This design comes from an exercise in tuning for small area, a short achievable clock period and few clock cycles per item on the open sky130 flow, not from production work. The RTL was checked by simulation tests, not by an equivalence proof against the original design.

==> inputs of lagoon <==
Design pq_engine, start of the top module:
module pq_engine (
    input  wire        clk,
    input  wire        rst,
    input  wire        cmd_valid,
    output wire        cmd_ready,
    input  wire [2:0]  cmd_op,
    input  wire [1:0]  cmd_width,    
    input  wire [3:0]  cmd_x,
    input  wire [3:0]  cmd_y,
    input  wire [7:0]  cmd_rows,     
    input  wire        in_valid,
    output wire        in_ready,
    input  wire [63:0] in_data,
    output reg         out_valid,
    input  wire        out_ready,
    output wire [63:0] out_a,
    output wire [63:0] out_b
);
clock: 5.5 ns
lec_check: 0
cap_margin: 20
core_margin: 2
core_utilization: 45
cts_buf_list: sky130_fd_sc_hd__clkbuf_4
setup_slack_margin: 2.85
slew_margin: 20
standard.sh (not shown) runs the stock make flow with config.mk's settings and CLKGATE_MAP_FILE= SYNTH_SCRIPT=/design/flow/synth_recipe.tcl, a recipe that flattens the netlist after the stock synthesis.
==> flow/flow/run.sh <==
#!/bin/bash
# Standard layout, with the port buffers made from buf_2 instead of the
# default delay buffers.
export BUFFER_PORTS_ARGS="-buffer_cell sky130_fd_sc_hd__buf_2"
bash standard.sh > standard.log 2>&1
==> zinc: changes against lagoon <==
--- a/flow/design.v
+++ b/flow/design.v
@@ -125,16 +125,42 @@
       4'd11: k = 8'h74;
       4'd12: k = 8'h85;
       4'd13: k = 8'hE4;
       4'd14: k = 8'hC0;
       default: k = 8'h8A;
     endcase
   end
 endmodule
+module pq_rdd0 (
+    input  wire [3:0] y,
+    output reg  [7:0] r0,
+    output reg  [7:0] c0
+);
+  always @(*) begin
+    case (y)
+      4'd0: begin r0 = 8'h00; c0 = 8'h00; end
+      4'd1: begin r0 = 8'hF7; c0 = 8'h03; end
+      4'd2: begin r0 = 8'h53; c0 = 8'hF4; end
+      4'd3: begin r0 = 8'h27; c0 = 8'hBA; end
+      4'd4: begin r0 = 8'hE4; c0 = 8'h96; end
+      4'd5: begin r0 = 8'hC7; c0 = 8'h2A; end
+      4'd6: begin r0 = 8'hBE; c0 = 8'hE1; end
+      4'd7: begin r0 = 8'hA8; c0 = 8'hFC; end
+      4'd8: begin r0 = 8'h5D; c0 = 8'hFD; end
+      4'd9: begin r0 = 8'h4F; c0 = 8'hE6; end
+      4'd10: begin r0 = 8'hEB; c0 = 8'h10; end
+      4'd11: begin r0 = 8'hE8; c0 = 8'h9C; end
+      4'd12: begin r0 = 8'h17; c0 = 8'h92; end
+      4'd13: begin r0 = 8'hD5; c0 = 8'h31; end
+      4'd14: begin r0 = 8'h9D; c0 = 8'h5D; end
+      default: begin r0 = 8'h09; c0 = 8'h83; end
+    endcase
+  end
+endmodule
 module pq_engine (
     input  wire        clk,
     input  wire        rst,
     input  wire        cmd_valid,
     output wire        cmd_ready,
     input  wire [2:0]  cmd_op,
     input  wire [1:0]  cmd_width,    
     input  wire [3:0]  cmd_x,
@@ -153,45 +179,34 @@
   localparam OP_RDQ = 3'd2;
   localparam OP_RDD = 3'd3;
   localparam OP_RMW = 3'd4;
   localparam OP_CHK = 3'd5;
   function [7:0] xt;             
     input [7:0] v;
     xt = {v[6:0], 1'b0} ^ (v[7] ? 8'h1D : 8'h00);
   endfunction
-  function [1:0] step;
-    input [3:0] p;
-    input       rec, dd;         
-    input [3:0] mx, my;
-    reg         sk1, sk2;
-    begin
-      sk1  = (rec && p + 4'd1 == mx) || (dd && p + 4'd1 == my);
-      sk2  = dd && p + 4'd2 == my;
-      step = !sk1 ? 2'd1 : sk2 ? 2'd3 : 2'd2;
-    end
-  endfunction
   function [7:0] xi;             
     input [7:0] v;
     xi = {1'b0, v[7:1]} ^ (v[0] ? 8'h8E : 8'h00);
   endfunction
   reg        c_act;              
   reg [2:0]  c_op;
   reg [3:0]  c_x, c_y, c_dl, c_cnt;
   reg [7:0]  c_rows;             
+  reg [1:0]  c_tl, c_p0;
   reg [7:0]  c_off, c_tq;        
   reg        c_fa;
   reg        first;              
   reg        last;               
   reg        ll;                 
   reg        upd;                
   reg [3:0]  dl;                 
   reg [1:0]  tix;                
   reg [3:0]  pos;                
-  reg [1:0]  s;                  
   reg [7:0]  r;                  
   reg [7:0]  coef;               
   reg        ea;                 
   reg        rdy_free, rdy_wait;
   assign in_ready  = rdy_free || (rdy_wait && out_ready);
   assign cmd_ready = !c_act || (ll && in_valid);
   wire beat = in_valid && in_ready;
   wire take = cmd_valid && cmd_ready;
@@ -201,72 +216,80 @@
   assign out_a = acc_a;
   assign out_b = acc_b;
   wire keep = !(beat && first);
   always @(posedge clk) begin
     acc_a <= (acc_a & {64{keep}}) ^ (in_data & {64{beat & ea}})
            ^ (prod & {64{beat & c_fa}});
     acc_b <= (acc_b & {64{keep}}) ^ (prod & {64{beat}});
   end
-  wire [7:0] i_gx, i_gnx, i_k1;
+  wire [7:0] i_gx, i_gnx, i_k1, i_dr0, i_dc0;
   pq_gpow u_gpow (.x(cmd_x), .gx(i_gx), .gnx(i_gnx));
   pq_k1   u_k1   (.x(cmd_x), .y(cmd_y), .k(i_k1));
+  pq_rdd0 u_rdd0 (.y(cmd_y), .r0(i_dr0), .c0(i_dc0));
   wire [3:0] i_w  = (cmd_width == 2'd0) ? 4'd3 : (cmd_width == 2'd1) ? 4'd7 : 4'd15;
   wire       i_x0 = (cmd_x == 4'd0);
   reg  [3:0] i_dl;               
+  reg  [1:0] i_tl;               
   reg  [7:0] i_off, i_tq, i_r0, i_c0;
-  wire       i_rec = (cmd_op == OP_RDP) || (cmd_op == OP_RDQ) || (cmd_op == OP_RDD);
-  wire       i_dd  = (cmd_op == OP_RDD);
-  wire [1:0] i_p0  = (i_rec && i_x0) ? ((i_dd && cmd_y == 4'd1) ? 2'd2 : 2'd1) : 2'd0;
-  wire [1:0] i_s0  = (i_rec && cmd_x == 4'd1) ? ((i_dd && cmd_y == 4'd2) ? 2'd3 : 2'd2) :
-                     (i_dd && i_x0 && cmd_y == 4'd2) ? 2'd2 : 2'd1;
+  reg  [1:0] i_p0;
   always @(*) begin
     i_dl  = i_w;
+    i_tl  = 2'd0;
     i_off = 8'h00;
     i_tq  = 8'h01;
     i_r0  = 8'h01;
     i_c0  = 8'h01;
+    i_p0  = 2'd0;
     case (cmd_op)
       OP_RDP: begin
         i_dl  = i_w - 4'd1;
         i_off = 8'h01;
-        i_r0  = i_x0 ? 8'h02 : 8'h01;   
-        i_c0  = 8'h03;
+        i_tq  = i_gnx;
+        i_r0  = i_x0 ? 8'h02 : i_gnx;
+        i_c0  = i_x0 ? 8'h03 : (i_gnx ^ 8'h01);
+        i_p0 = i_x0 ? 2'd1 : 2'd0;
       end
       OP_RDQ: begin
         i_dl  = i_w - 4'd1;
         i_off = i_gx;
         i_r0  = i_x0 ? 8'h02 : 8'h01;
         i_c0  = i_x0 ? 8'h03 : (i_gx ^ 8'h01);
+        i_p0  = i_x0 ? 2'd1 : 2'd0;
       end
       OP_RDD: begin              
         i_dl  = i_w - 4'd2;
+        i_tl  = 2'd1;
         i_off = i_k1;
         i_tq  = i_k1;
-        i_r0  = i_k1;
-        i_c0  = 8'h00;
+        i_r0  = i_x0 ? i_dr0 : i_k1;
+        i_c0  = i_dc0;
+        i_p0  = !i_x0 ? 2'd0 : (cmd_y == 4'd1) ? 2'd2 : 2'd1;
       end
       OP_RMW: begin
+        i_tl  = 2'd3;
         i_off = i_gx;
         i_c0  = 8'h00;
       end
+      OP_CHK: i_tl = 2'd1;
       default: ;
     endcase
   end
   wire       rec   = (c_op == OP_RDP) || (c_op == OP_RDQ) || (c_op == OP_RDD);
+  wire [3:0] p1    = pos + 4'd1;
+  wire [3:0] p2    = pos + 4'd2;
+  wire       skip1 = (rec && p1 == c_x) || (c_op == OP_RDD && p1 == c_y);
+  wire       skip2 = (c_op == OP_RDD && p2 == c_y);
   wire [7:0] r1    = xt(r);
   wire [7:0] r2    = xt(r1);
   wire [7:0] r3    = xt(r2);
-  wire [3:0] pos_n = pos + {2'b00, s};
-  wire [7:0] r_n   = (s == 2'd1) ? r1 : (s == 2'd2) ? r2 : r3;
-  wire [1:0] s_n   = step(pos_n, rec, c_op == OP_RDD, c_x, c_y);
+  wire [3:0] pos_n = !skip1 ? p1 : skip2 ? pos + 4'd3 : p2;
+  wire [7:0] r_n   = !skip1 ? r1 : skip2 ? r3 : r2;
   wire       d_n   = upd && (dl != 4'd0);        
   wire [1:0] t_n   = upd ? 2'd0 : tix + 2'd1;    
-  wire [1:0] c_tl  = (c_op == OP_CHK || c_op == OP_RDD) ? 2'd1 :    
-                     (c_op == OP_RMW) ? 2'd3 : 2'd0;                 
   wire       l_n   = d_n ? (dl == 4'd1 && c_op == OP_GEN) : (t_n == c_tl);
   reg [7:0] tr_coef;
   reg       tr_ea;
   always @(*) begin
     tr_coef = c_off;
     tr_ea   = 1'b1;
     case (c_op)
       OP_CHK: begin
@@ -284,36 +307,30 @@
       OP_RMW: begin
         tr_coef = t_n[1] ? c_off : t_n[0] ? c_tq : 8'h00;
         tr_ea   = t_n[1] || !t_n[0];
       end
       default: ;
     endcase
   end
   wire       c_x0 = (c_x == 4'd0);
-  wire       c_dd = (c_op == OP_RDD);
-  wire [1:0] c_p0 = (rec && c_x0) ? ((c_dd && c_y == 4'd1) ? 2'd2 : 2'd1) : 2'd0;
-  wire [1:0] c_s0 = (rec && c_x == 4'd1) ? ((c_dd && c_y == 4'd2) ? 2'd3 : 2'd2) :
-                    (c_dd && c_x0 && c_y == 4'd2) ? 2'd2 : 2'd1;
   reg  [7:0] c_r0;
   always @(*) begin
     case (c_op)
       OP_RDP:  c_r0 = c_x0 ? 8'h02 : c_tq;
       OP_RDQ:  c_r0 = c_x0 ? 8'h02 : 8'h01;
       OP_RDD:  c_r0 = !c_x0 ? c_tq : (c_y == 4'd1) ? xt(xt(c_tq)) : xt(c_tq);
       default: c_r0 = 8'h01;
     endcase
   end
-  wire [7:0] r_lp = c_x0 ? xt(r) : xi(r);
   wire rowend = beat && last;
   wire c_done = rowend && (c_rows == 8'd0);
   wire again  = rowend && (c_rows != 8'd0);      
   wire act_n  = take || (c_act && !c_done);
-  wire [3:0] cnt_n = take ? ((cmd_op == OP_RDD) ? (i_x0 ? {2'b00, i_p0} : cmd_x) :
-                             (cmd_op == OP_RDP) ? cmd_x : 4'd0)
+  wire [3:0] cnt_n = take ? ((cmd_op == OP_RDD) ? cmd_x : 4'd0)
                           : (c_cnt != 4'd0) ? c_cnt - 4'd1 : 4'd0;
   wire first_n = take || again || (first && !beat);
   wire ov_n    = rowend || (out_valid && !out_ready);
   always @(posedge clk) begin
     if (rst) begin
       c_act     <= 1'b0;
       out_valid <= 1'b0;
       rdy_free  <= 1'b0;
@@ -325,60 +342,59 @@
       c_cnt     <= cnt_n;
       rdy_free  <= act_n && (cnt_n == 4'd0) && (!first_n || !ov_n);
       rdy_wait  <= act_n && (cnt_n == 4'd0) && first_n && ov_n;
       if (take) begin
         c_op   <= cmd_op;
         c_x    <= cmd_x;
         c_y    <= cmd_y;
         c_dl   <= i_dl;
+        c_tl   <= i_tl;
         c_rows <= cmd_rows;
         c_off  <= i_off;
         c_tq   <= i_tq;
+        c_p0   <= i_p0;
         c_fa   <= (cmd_op == OP_RDP) || (cmd_op == OP_RDD);
       end else begin
         if (rowend) c_rows <= c_rows - 8'd1;
-        if (c_cnt != 4'd0 && !c_x0) c_tq <= xi(c_tq);
+        if (c_cnt != 4'd0) c_tq <= xi(c_tq);
       end
       if (take) begin
         first <= 1'b1;
         last  <= 1'b0;
         ll    <= 1'b0;
         upd   <= (cmd_op != OP_RMW);
         dl    <= i_dl;
         tix   <= 2'd0;
         pos   <= {2'b00, i_p0};
-        s     <= i_s0;
         r     <= i_r0;
         coef  <= i_c0;
         ea    <= 1'b1;
       end else if (c_cnt != 4'd0) begin
-        r     <= r_lp;
-        coef  <= r_lp ^ c_off;
+        r     <= xi(r);
+        coef  <= xi(r) ^ c_off;
       end else if (again) begin
         first <= 1'b1;
         last  <= 1'b0;
         ll    <= 1'b0;
         upd   <= (c_op != OP_RMW);
         dl    <= c_dl;
         tix   <= 2'd0;
         pos   <= {2'b00, c_p0};
-        s     <= c_s0;
         r     <= c_r0;
         coef  <= (c_op == OP_RMW) ? 8'h00 : c_r0 ^ c_off;
         ea    <= 1'b1;
       end else if (beat) begin
         first <= 1'b0;
         last  <= l_n;
         ll    <= l_n && (c_rows == 8'd0);
         upd   <= d_n;
         dl    <= dl - 4'd1;
         tix   <= t_n;
         pos   <= pos_n;
-        s     <= s_n;
         r     <= r_n;
         if (d_n) begin
           coef <= r_n ^ c_off;
           ea   <= 1'b1;
         end else begin
           coef <= tr_coef;
           ea   <= tr_ea;
         end
- CORE_UTILIZATION: 45 -> 60
- CTS_BUF_LIST: sky130_fd_sc_hd__clkbuf_4 -> sky130_fd_sc_hd__clkbuf_8
- SETUP_SLACK_MARGIN: 2.85 -> 2.5
==> flow_summary.json <==
{
  "outcome": "no timing/DRC/antenna violations",
  "vias": 19400,
  "startpoint_of_the_most_critical_register_to_register_path": "pos[1]",
  "met1_track_demand_over_resource_in_global_routing_pct": 41.0,
  "synth_simple_gate_area_share_pct": 22.6,
  "inv_count": 38,
  "use_met3_pct": 6.52,
  "dpl.cell_count": 3178
}
(the above is from zinc)
==> flow_summary.json <==
{
  "crit_chain": "buf_12 > xor3_4 > xor2_4 > buf_6 > buf_16 > nand2_2 > xnor3_1 > xnor3_2 > buf_4 > nor2_4 > xnor2_1",
  "startpoint_of_the_most_critical_register_to_register_path": "coef[0]",
  "vias": 20200,
  "dpl.cell_count": 3251,
  "outcome": "no timing/DRC/antenna violations",
  "antenna_cells": 7,
  "yosys_warnings": 3,
  "power_leakage_nw": 10.6,
  "inv_count": 37
}
(the above is from lagoon)
Testbench counts of lagoon, summed over its fixed seeds: cycles 23,550, rows 2,762.
Testbench counts of zinc, summed over its fixed seeds: cycles 23,337, rows 2,762.

what the ideal ports hide:
The results above use ideal ports. As a check the final layouts listed here were re-extracted and re-timed, cells and wires unchanged.
Step 1: set_driving_cell puts a clkbuf_16 on clk and a buf_2 on each other input, an assumption about the parent block.
Step 2 adds t to the input delays and takes it off the output delays; t is the mean of the earliest and latest rising clock arrival at the registers after step 1. Input paths then give back, and output paths get back, about the clock's delay inside the block.
Slacks: ideal / step 1 / step 2; pairs: ideal / step 1.
run	t (ns)	setup slack, ns	hold WS [ns]	cell pins on the clock port's net
lagoon	0.879	2.749 / 2.749 / 2.050	0.468 / 0.468 / 0.468	1
zinc	0.647	2.526 / 2.526 / 1.922	0.463 / 0.463 / 0.463	1
After both steps setup and hold are still met in every run listed. For lagoon, which loses most, drivers alone change the setup slack by 0.000 ns; drivers and shift together by -0.699 ns.
